Source: an optimization exercise on an open RTL-to-GDS flow (aim: small area, a short achievable clock period and few clock cycles per item). Production flows keep margins and buffers that such runs may drop.
The RTL was checked by simulation tests, not by an equivalence proof against the original design.
Power is estimated from default activity; no workload was simulated.

Setup of before:
==> flow/design.v (excerpt) <==
module kvx_bal (
    input  wire         clk,
    input  wire         rst,
    input  wire         cfg_we,
    input  wire [1:0]   cfg_addr,
    input  wire [15:0]  cfg_data,
    input  wire         in_valid,
    output wire         in_ready,
    input  wire [31:0]  in_incl,
    input  wire [511:0] in_cur,
    output reg          out_valid,
    output reg          out_changed,
    output reg          out_bal_err,
    output wire [511:0] out_trims
);
Size in the first run: ~5400 cells after synthesis, about 910 flip-flops.
==> module kvx_bal_q1, before the edit <==
module kvx_bal_q1 (
    input  wire [34:0] ms,
    input  wire [34:0] mc,
    output wire [18:0] w,
    output wire [16:0] h,
    output wire        sh,
    output wire        sl
);
    wire [34:0] u = ms + mc;
    assign h  = u[26:10];
    assign sl = u[34];
    assign sh = ~u[34] & (|u[33:27]);
    assign w  = {h, 1'b0} + h + u[9:3];
endmodule
Settings: LEC_CHECK=0, ABC_CLOCK_PERIOD_IN_PS=4300, CAP_MARGIN=20, CORE_MARGIN=2, CORE_UTILIZATION=55, SLEW_MARGIN=20; clock period 14.0 ns.
standard.sh (not shown) runs the stock make flow with config.mk's settings and CLKGATE_MAP_FILE= SYNTH_SCRIPT=/design/flow/synth_recipe.tcl, a recipe that flattens the netlist after the stock synthesis.
==> flow/flow/run.sh <==
#!/bin/bash
# Layout: the standard flow (standard.sh, all steps), except that
#  - every input and output port is buffered with sky130_fd_sc_hd__buf_1
#    instead of the cell buffer_ports picks by itself;
set -euo pipefail
export BUFFER_PORTS_ARGS="-buffer_cell sky130_fd_sc_hd__buf_1"
export SETUP_SLACK_MARGIN=9.4
bash standard.sh > standard.log 2>&1
before finished every stage and its layout cleared the timing, design-rule and antenna checks.
Testbench counts of before, summed over its fixed seeds: cycles 82,016, items 1,280.
Relative to before, the following input files were edited for after:
-- flow/design.v --
<<< before, line 132
    output wire        sl
);
    wire [34:0] u = ms + mc;
    assign h  = u[26:10];
    assign sl = u[34];
    assign sh = ~u[34] & (|u[33:27]);
    assign w  = {h, 1'b0} + h + u[9:3];
endmodule
module kvx_bal_q2 (
>>> after, line 132
    output wire        sl
);
    wire [34:0] u  = ms + mc;                  
    wire [10:0] ls = ms[9:0] + mc[9:0];
    assign h  = ms[26:10] + mc[26:10];
    assign w  = {h, 1'b0} + h + ls[10:3];
    assign sl = u[34] | ~(|u[33:24]);
    assign sh = ~u[34] & (|u[33:27]);
endmodule
module kvx_bal_q2 (
[summary]
- Per the comparison of after with before, area taken by flip-flops and latches held steady, mux cell area share after synthesis went down 0.55 points, detailed-routing iteration count for the pre-antenna-repair pass moved up, post-layout worst setup margin climbed 58 ps, total met2 wirelength after detailed routing shows an increase of 3.3%.
- after and before ended up with roughly the same post-synthesis simple-gate area fraction.
- Going from before to after, met2 usage grows by 2.5 points.
- Last element of the critical path: out_trims[89] -> after, out_trims[3] -> before
- Going from before to after, leakage power summed over all cells shrank slightly.
- Of after and before, it is after that has the higher maximum clock frequency.
- As far as die span in y is concerned, after and before perform about the same.
- before has a higher area added between synthesis and finish than after.
Testbench counts of after, summed over its fixed seeds: cycles 82,016, items 1,280.

========
kvx_bal, a different RTL version from the one above (not shown whole).
For scale: ~1,100 I/O pins.
==> flow/config.mk <==
export PLATFORM = sky130hd
export DESIGN_NAME = kvx_bal
export DESIGN_NICKNAME = kvx_bal
export VERILOG_FILES = /design/flow/design.v
export SDC_FILE = /design/flow/constraint.sdc
export NUM_CORES = 4
export LEC_CHECK = 0
export ABC_CLOCK_PERIOD_IN_PS = 4300
export CAP_MARGIN = 20
export CORE_MARGIN = 2
export CORE_UTILIZATION = 55
export SLEW_MARGIN = 20
==> flow/constraint.sdc <==
create_clock -name core_clock -period 14.0 [get_ports {clk}]
set_input_delay 2.8000 -clock core_clock [delete_from_list [all_inputs] [get_ports {clk}]]
set_output_delay 2.8000 -clock core_clock [all_outputs]
set_load 0.01 [all_outputs]
==> flow/flow/run.sh <==
#!/bin/bash
# Layout: the standard flow (standard.sh, all steps), except that
#  - every input and output port is buffered with sky130_fd_sc_hd__buf_1
#    instead of the cell buffer_ports picks by itself;
set -euo pipefail
export BUFFER_PORTS_ARGS="-buffer_cell sky130_fd_sc_hd__buf_1"
export SETUP_SLACK_MARGIN=9.8
bash standard.sh > standard.log 2>&1
Testbench counts at the start, summed over its fixed seeds: cycles 82,016, items 1,280.
Rerun with:
--- a/flow/design.v
+++ b/flow/design.v
@@ -1,37 +1,25 @@
 module kvx_bal_fetch (
     input  wire [511:0] cur,
     input  wire [31:0]  incl,
     input  wire [2:0]   sel,
     output wire [67:0]  gct,
     output wire [3:0]   ginc
 );
-    reg [7:0] oh;
-    integer j;
-    always @(*)
-        for (j = 0; j < 8; j = j + 1)
-            oh[j] = (sel == j);
     genvar g;
     generate
         for (g = 0; g < 4; g = g + 1) begin : g_grp
-            reg [15:0] v;
-            reg        on;
-            integer    i;
-            always @(*) begin
-                v  = 16'd0;
-                on = 1'b0;
-                for (i = 0; i < 8; i = i + 1) begin
-                    v  = v  | (cur[128*g + 16*i +: 16] & {16{oh[i] & incl[8*g+i]}});
-                    on = on | (incl[8*g+i] & oh[i]);
-                end
-            end
-            assign gct[17*g +: 17] = {on & ~v[15], v[14:0], on};
+            wire [127:0] cg = cur[128*g +: 128];
+            wire [7:0]   ig = incl[8*g +: 8];
+            wire [15:0]  v  = cg[16*sel +: 16];
+            wire         on = ig[sel];
+            assign gct[17*g +: 17] = on ? {~v[15], v[14:0], 1'b1} : 17'd0;
             assign ginc[g]         = on;
         end
     endgenerate
 endmodule
 module kvx_bal_p1 (
     input  wire [21:0] acc,
     input  wire [67:0] gct,
     input  wire [3:0]  ginc,
     output wire [21:0] sum,
     output wire [2:0]  cnt
@@ -234,23 +222,28 @@
     reg [511:0] ring;
     reg [2:0]   ext;                          
     reg [4:0]   c;
     reg [31:0]  clr;
     reg         busy;
     reg [6:0]   e;
     assign out_trims = ring;
     reg         rdy;                          
     assign in_ready  = rdy;
     wire start = in_valid & ~busy;
-    wire        cw_we   = cfg_we;
-    wire [1:0]  cw_addr = cfg_addr;
-    wire [15:0] cw_data = cfg_data;
+    reg         cw_we;
+    reg  [1:0]  cw_addr;
+    reg  [15:0] cw_data;
+    always @(posedge clk) begin
+        cw_we   <= cfg_we & ~rst;
+        cw_addr <= cfg_addr;
+        cw_data <= cfg_data;
+    end
     reg  [2:0]  sel;
     reg  [67:0] gr;
     reg  [3:0]  ginc;
     wire [67:0] gct_w;
     wire [3:0]  ginc_w;
     kvx_bal_fetch u_fetch (.cur(in_cur), .incl(in_incl), .sel(sel),
                            .gct(gct_w), .ginc(ginc_w));
     wire [4:0]  c1   = c + 5'd1;
     wire [4:0]  cf   = c + LAT[4:0] + 5'd1;   
     wire [4:0]  c3   = c + 5'd3;
@@ -371,21 +364,21 @@
             clr         <= 32'hFFFF_FFFF;
             busy        <= 1'b0;
             rdy         <= 1'b1;
             e           <= 7'd0;
             out_valid   <= 1'b0;
             out_changed <= 1'b0;
             out_bal_err <= 1'b0;
             chg         <= 1'b0;
         end else begin
             if (cw_we && cw_addr == 2'd3)
-                c <= 5'd1;
+                c <= 5'd2;
             else
                 c <= c1;
             if (cl)
                 clr[~c - 5'd1] <= 1'b0;
             if (cw_we) begin
                 case (cw_addr)
                     2'd0: k_bal <= cw_data;
                     2'd1: begin
                         tmax <= cw_data[13:0];
                         thr  <= (cw_data[13:0] == 14'd0) ? 15'd0 : {cw_data[13:0], 1'b0} - 15'd1;
Outcome:
- The new run completed with no timing, DRC or antenna violations
- maximum frequency rises by a few percent
- design area rises by a few percent
- hold slack gains 0.0035 ns
- worst setup slack gains 0.19 ns
- wire length falls by roughly a tenth
- utilization falls by 1.4 points
- sequential cell count rises by 19
- count of clock-buffer cells in the layout rises by 1
Testbench counts after the change, summed over its fixed seeds: cycles 82,016, items 1,280.

========
Another version of the RTL of kvx_bal (not shown whole).
Size in the first run: roughly 5400 cells after synthesis, roughly 930 flip-flops, about 1100 I/O pins, roughly 53000 um^2 of cells after synthesis.
Settings: LEC_CHECK=0, ABC_CLOCK_PERIOD_IN_PS=4300, CAP_MARGIN=20, CORE_MARGIN=2, CORE_UTILIZATION=55, SLEW_MARGIN=20; clock period 14.0 ns.
==> flow/flow/run.sh <==
#!/bin/bash
# Layout: the standard flow (standard.sh, all steps), except that
#  - every input and output port is buffered with sky130_fd_sc_hd__buf_1
#    instead of the cell buffer_ports picks by itself;
set -euo pipefail
export BUFFER_PORTS_ARGS="-buffer_cell sky130_fd_sc_hd__buf_1"
export SETUP_SLACK_MARGIN=9.4
bash standard.sh > standard.log 2>&1
Testbench counts at the start, summed over its fixed seeds: cycles 82,016, items 1,280.
==> next run, changes <==
--- a/flow/design.v
+++ b/flow/design.v
@@ -173,43 +173,43 @@
     assign s = !add ? {{3{v[15]}}, v} :
                sh   ? 19'sd131072 :
                sl   ? -19'sd131072 : sum;
 endmodule
 module kvx_bal_pb (
     input  wire [18:0] s,
     input  wire        clamp,
     input  wire        sub,
     input  wire [15:0] m,
     input  wire [13:0] tmax,
-    output wire [15:0] t
+    input  wire [14:0] thr,
+    output wire [15:0] t,
+    output wire        bad
 );
     wire signed [18:0] ss = s;
     wire signed [14:0] tp = {1'b0, tmax};
     wire signed [15:0] cl = (ss > tp) ? tp : (ss < -tp) ? -tp : ss[15:0];
     wire signed [15:0] sm = s[15:0] - m;
     wire signed [15:0] bv = sub ? sm : s[15:0];
     assign t   = clamp ? cl : bv;
+    assign bad = {bv[14:0] ^ {15{bv[15]}}, bv[15]} >= {1'b0, thr};
 endmodule
 module kvx_bal_pm (
     input  wire [15:0] v,
     input  wire        sub,
     input  wire [15:0] m,
-    output wire [15:0] t
-);
-    assign t = v - (m & {16{sub}});
-endmodule
-module kvx_bal_chk (
-    input  wire [15:0] v,
     input  wire [14:0] thr,
+    output wire [15:0] t,
     output wire        bad
 );
-    assign bad = {v[14:0] ^ {15{v[15]}}, v[15]} >= {1'b0, thr};
+    wire [15:0] sm = sub ? v - m : v;
+    assign t   = sm;
+    assign bad = {sm[14:0] ^ {15{sm[15]}}, sm[15]} >= {1'b0, thr};
 endmodule
 module kvx_bal (
     input  wire         clk,
     input  wire         rst,
     input  wire         cfg_we,
     input  wire [1:0]   cfg_addr,
     input  wire [15:0]  cfg_data,
     input  wire         in_valid,
     output wire         in_ready,
     input  wire [31:0]  in_incl,
@@ -321,27 +321,28 @@
         v4   <= v3;
         v5   <= v4;
     end
     reg         cl;                         
     reg  [3:0]  do3;                        
     wire [15:0] mm = {~acc[15], acc[14:0]};
     wire [15:0] s30 = cl ? 16'd0 : ring[16*30 +: 16];
     wire [18:0] s31n;
     kvx_bal_pa u_pa (.v(s30), .add(v4), .hq(hq4), .f(f4), .sh(sh4), .sl(sl4), .s(s31n));
     wire [15:0] pt [0:3];
+    wire [3:0]  bad;
     kvx_bal_pb u_pb (.s({ext, ring[16*31 +: 16]}), .clamp(v5), .sub(do3[3]), .m(mm),
-                     .tmax(tmax), .t(pt[3]));
+                     .tmax(tmax), .thr(thr), .t(pt[3]), .bad(bad[3]));
     genvar gj;
     generate
         for (gj = 0; gj < 3; gj = gj + 1) begin : g_pm
             kvx_bal_pm u_pm (.v(ring[16*(8*gj+7) +: 16]), .sub(do3[gj]), .m(mm),
-                             .t(pt[gj]));
+                             .thr(thr), .t(pt[gj]), .bad(bad[gj]));
         end
     endgenerate
     reg vt;
     integer s;
     always @(posedge clk) begin
         for (s = 1; s < 31; s = s + 1)
             if (s % 8 != 0)
                 ring[16*s +: 16] <= ring[16*(s-1) +: 16];
         {ext, ring[16*31 +: 16]} <= s31n;
         ring[16*8  +: 16] <= pt[0];
@@ -402,43 +403,24 @@
                     busy <= 1'b0;
                     rdy  <= 1'b1;
                 end
                 if (e != 7'h7F)
                     e <= e1;
             end
             if (busy && e == 7'd8) begin
                 chg         <= (n >= 6'd2);
                 out_changed <= (n >= 6'd2);
             end
-            if (busy && e == P3S)
-                out_bal_err <= errn | (chg & (~ea[17] | eb[17]));
-        end
-    end
-    reg         errn;
-    reg  [15:0] tmx, tmn;
-    wire        bad0;
-    kvx_bal_chk u_chk (.v(ring[15:0]), .thr(thr), .bad(bad0));
-    wire signed [17:0] ea = $signed(tmx) - $signed(mm) - $signed({4'd0, tmax});
-    wire signed [17:0] eb = $signed(tmn) - $signed(mm) + $signed({4'd0, tmax}) - 18'sd1;
-    always @(posedge clk) begin
-        if (busy && e == P2S) begin
-            errn <= 1'b0;
-            tmx  <= 16'h8000;
-            tmn  <= 16'h7FFF;
-        end else if (busy && e > P2S && e <= P2S + 32) begin
-            if (vt) begin
-                if ($signed(ring[15:0]) > $signed(tmx))
-                    tmx <= ring[15:0];
-                if ($signed(ring[15:0]) < $signed(tmn))
-                    tmn <= ring[15:0];
-            end else if (bad0)
-                errn <= 1'b1;
+            if (busy && e == P3S - 1)
+                out_bal_err <= 1'b0;
+            else if (busy && e >= P3S && e < P3S + 8 && |bad)
+                out_bal_err <= 1'b1;
         end
     end
     always @(posedge clk) begin
         if (!busy) begin
             acc <= 22'd0;
             n   <= 6'd0;
             n3  <= 7'd0;
         end else if (e < 7'd8) begin
             acc <= p1sum;
             n   <= n + p1cnt;
=> Final cell count is lower by 2.3%; clock-buffer cell count is lower by 4; design area is about the same; clock power is lower by about 3%; wire length is lower by 7.9%; hold slack loses 24 ps; total power is lower by 4.1%; synthesized cell count is lower by 3.7%; worst setup slack loses 250 ps; global-route usage is lower by 2.2 points; sequential share of layout area is lower by 1.0 points; non-clock buffer count is higher by 96.
Testbench counts after the change, summed over its fixed seeds: cycles 82,016, items 1,280.

[what the ideal ports hide]
The results above use ideal ports. As a check the final layouts listed here were re-extracted and re-timed, cells and wires unchanged. Step 1 sets driving cells, clkbuf_16 on the clock port and buf_2 on the other inputs (assumed; they add their load-dependent delay and slew). Step 2 adds t to the input delays and takes it off the output delays; t is the mean of the earliest and latest rising clock arrival at the registers after step 1. Input paths then give back, and output paths get back, about the clock's delay inside the block. Three values: no drivers, after step 1, after step 2; two values: the first two.
run	t, ns	slack for setup (ns)	worst register clock-pin slew, ns
before	0.750	9.344 / 9.270 / 8.861	0.07 / 0.07
after	0.772	9.401 / 9.325 / 9.065	0.07 / 0.07
the first run of note 2	0.764	9.097 / 9.097 / 9.090	0.07 / 0.07
the second run of note 2	0.756	9.283 / 9.283 / 9.219	0.07 / 0.07
the first run of note 3	0.762	9.345 / 9.268 / 8.889	0.07 / 0.07
the second run of note 3	0.768	9.094 / 9.094 / 8.784	0.07 / 0.07
After both steps every run listed still meets setup and hold. For before, which loses most, drivers alone change the setup slack by -0.074 ns; drivers and shift together by -0.483 ns.
